What follows belongs to an exercise in optimizing a design on an open flow for small area, a short achievable clock period and few clock cycles per item; a production flow would make more cautious choices.
In this exercise RTL edits were held to simulation tests only and were not proved equivalent to the original.
Power and IR drop assume default switching activity.

## exact_sum
module exact_sum (
    input  wire        clk,
    input  wire        rst,
    input  wire        in_valid,
    output wire        in_ready,
    input  wire [31:0] in_data,
    input  wire [1:0]  in_dtype,
    input  wire        in_last,
    output wire        out_valid,
    input  wire        out_ready,
    output wire [31:0] out_data
);
For scale: about 690 flip-flops, ~32000 um^2 of cells after synthesis.
clock: 15.0 ns
lec_check: 0
cap_margin: 20
core_margin: 2
core_utilization: 40
slew_margin: 20
standard.sh (not shown) runs the stock make flow with config.mk's settings and CLKGATE_MAP_FILE= SYNTH_SCRIPT=/design/flow/synth_recipe.tcl, a recipe that flattens the netlist after the stock synthesis.
==> flow/flow/run.sh <==
#!/bin/bash
# Standard synthesis, then the standard layout steps with repair_timing asked
# for a larger setup margin (the SDC, period and IO constraints are unchanged)
# and a smaller clock buffer for the clock tree.
set -e
bash standard.sh synth > synth.log 2>&1
bash standard.sh SETUP_SLACK_MARGIN=11 CTS_BUF_LIST=sky130_fd_sc_hd__clkbuf_8 finish > layout.log 2>&1
Testbench counts at the start, summed over its fixed seeds: cycles 32,739, items 32,678.
Rerun with:
==> flow/flow/run.sh (replaced) <==
#!/bin/bash
# Standard synthesis, then the standard layout steps with repair_timing asked
# for a larger setup margin (the SDC, period and IO constraints are unchanged)
# and clock tree synthesis without dummy loads.
set -e
bash standard.sh synth > synth.log 2>&1
bash standard.sh SETUP_SLACK_MARGIN=11 "CTS_ARGS=-sink_clustering_enable -repair_clock_nets -dont_use_dummy_load" finish > layout.log 2>&1
Outcome: The changed run went through all stages and came out clean; non-clock buffer count grows by 7; global-route usage hardly moves; wire length shrinks slightly; setup slack is better by 0.13 ns; combinational power is about the same; hold slack is better by 0.026 ns; first-iteration DRC count shrinks by a little under a tenth; via count shrinks slightly; total power shrinks by a few percent.
Rerun with:
==> flow/flow/run.sh (replaced) <==
#!/bin/bash
# Standard synthesis, then the standard layout steps with repair_timing asked
# for a larger setup margin (the SDC, period and IO constraints are unchanged)
# and a smaller clock buffer for the clock tree.
set -e
bash standard.sh synth > synth.log 2>&1
bash standard.sh SETUP_SLACK_MARGIN=11 CTS_BUF_LIST=sky130_fd_sc_hd__clkbuf_4 finish > layout.log 2>&1
Outcome: The changed run went through all stages and came out clean; clock power came out higher by about 7%; utilization came out higher by 0.31 points; count of clock-buffer cells in the layout came out higher by 178; final area came out higher by 0.68%; total power came out higher by 1.3%; first-iteration DRC count came out higher by 4.3%; setup slack got worse by 0.39 ns; area after synthesis does not change; register-to-register slack improved by 0.10 ns; global-route usage came out higher by 0.23 points.
Rerun with:
==> flow/flow/run.sh (replaced) <==
#!/bin/bash
# Standard synthesis, then the standard layout steps with repair_timing asked
# for a larger setup margin (the SDC, period and IO constraints are unchanged),
# larger clock sink clusters and no dummy clock loads.
set -e
bash standard.sh synth > synth.log 2>&1
bash standard.sh SETUP_SLACK_MARGIN=11 "CTS_ARGS=-sink_clustering_enable -repair_clock_nets -dont_use_dummy_load -sink_clustering_size 30 -sink_clustering_max_diameter 80" finish > layout.log 2>&1
Outcome: Final area shrinks by 3.3%; wire length shrinks by 1.8%; die area does not change; critical path depth climbs by 6; cell count is lower by 5.8%; synthesized cell count stays the same; register-to-register slack is about the same.

---

## lane 1
exact_sum, a different RTL version from the one above (not shown whole).
For scale: about 3200 cells after synthesis, about 73 I/O pins, roughly 32000 µm² of cells after synthesis.
clock: 15.0 ns
lec_check: 0
cap_margin: 20
core_margin: 2
core_utilization: 40
slew_margin: 20
==> flow/flow/run.sh <==
#!/bin/bash
# Standard synthesis, then the standard layout steps with repair_timing asked
# for a larger setup margin (the SDC, period and IO constraints are unchanged),
# larger clock sink clusters and no dummy clock loads.
set -e
bash standard.sh synth > synth.log 2>&1
bash standard.sh SETUP_SLACK_MARGIN=11 "CTS_ARGS=-sink_clustering_enable -repair_clock_nets -dont_use_dummy_load -sink_clustering_size 30 -sink_clustering_max_diameter 80 -sink_clustering_levels 1" finish > layout.log 2>&1
Testbench counts of lane 1, summed over its fixed seeds: cycles 32,739, items 32,678.
Modified inputs, lane 2 compared to lane 1
--- a/flow/flow/run.sh
+++ b/flow/flow/run.sh
@@ -7 +7 @@
-bash standard.sh SETUP_SLACK_MARGIN=11 "CTS_ARGS=-sink_clustering_enable -repair_clock_nets -dont_use_dummy_load -sink_clustering_size 30 -sink_clustering_max_diameter 80 -sink_clustering_levels 1" finish > layout.log 2>&1
+bash standard.sh SETUP_SLACK_MARGIN=10.9 "CTS_ARGS=-sink_clustering_enable -repair_clock_nets -dont_use_dummy_load -sink_clustering_size 30 -sink_clustering_max_diameter 80" finish > layout.log 2>&1
[summary]
Total power per unit cell area of lane 2 is on par with lane 1. Looking at lane 2 and lane 1, the normalized max-slew margin is a wash. Looking at wire length on met3 across lane 2 and lane 1, the one that comes out lower is lane 2. ~same global routing usage summed across all routing layers in lane 2 and lane 1. Lane 1 → lane 2: routed wire length increased 0.72%, worst-margin pin slew decreased 0.0071 ns. Lower number of buffers added for setup after CTS goes to lane 2 over lane 1. Going from lane 1 to lane 2, share of cell area taken by flip-flops and latches grows by 0.25 points. Lane 2 vs. lane 1: summed area of non-filler cells in the final layout went down by 210 µm². Lane 1 leaves more setup margin than lane 2.

static timing again, ports no longer ideal:
How much do the figures lean on ideal ports? The routed layouts below were timed once more, with nothing changed but the port constraints. Step 1: set_driving_cell puts a clkbuf_16 on clk and a buf_2 on each other input, an assumption about the parent block. Step 2 adds t to the input delays and takes it off the output delays; t is the mean of the earliest and latest rising clock arrival at the registers after step 1. Input paths then give back, and output paths get back, about the clock's delay inside the block. a / b / c = ideal ports / drivers / drivers and shift; a / b = the first two.
run | shift t [ns] | setup slack, ns | hold WS [ns] | worst setup path after step 2 | worst data-port slew with drivers (ns)
the first run of note 1 | 0.801 | 10.664 / 10.601 / 10.153 | 0.258 / 0.258 / 0.258 | input to register | 0.06
the second run of note 1 | 0.643 | 10.789 / 10.755 / 10.170 | 0.284 / 0.284 / 0.284 | input to register | 0.06
the third run of note 1 | 1.053 | 10.401 / 10.345 / 10.020 | 0.274 / 0.274 / 0.274 | input to register | 0.05
the fourth run of note 1 | 0.617 | 10.738 / 10.745 / 10.142 | 0.296 / 0.296 / 0.296 | input to register | 0.06
lane 1 | 0.639 | 10.908 / 10.842 / 10.461 | 0.288 / 0.288 / 0.288 | input to register | 0.04
lane 2 | 0.627 | 10.890 / 10.826 / 10.347 | 0.271 / 0.271 / 0.271 | input to register | 0.04
After both steps setup and hold are still met in every run listed. The setup slack of the second run of note 1, which loses most, moves by -0.034 ns with the drivers and by -0.619 ns with both steps.
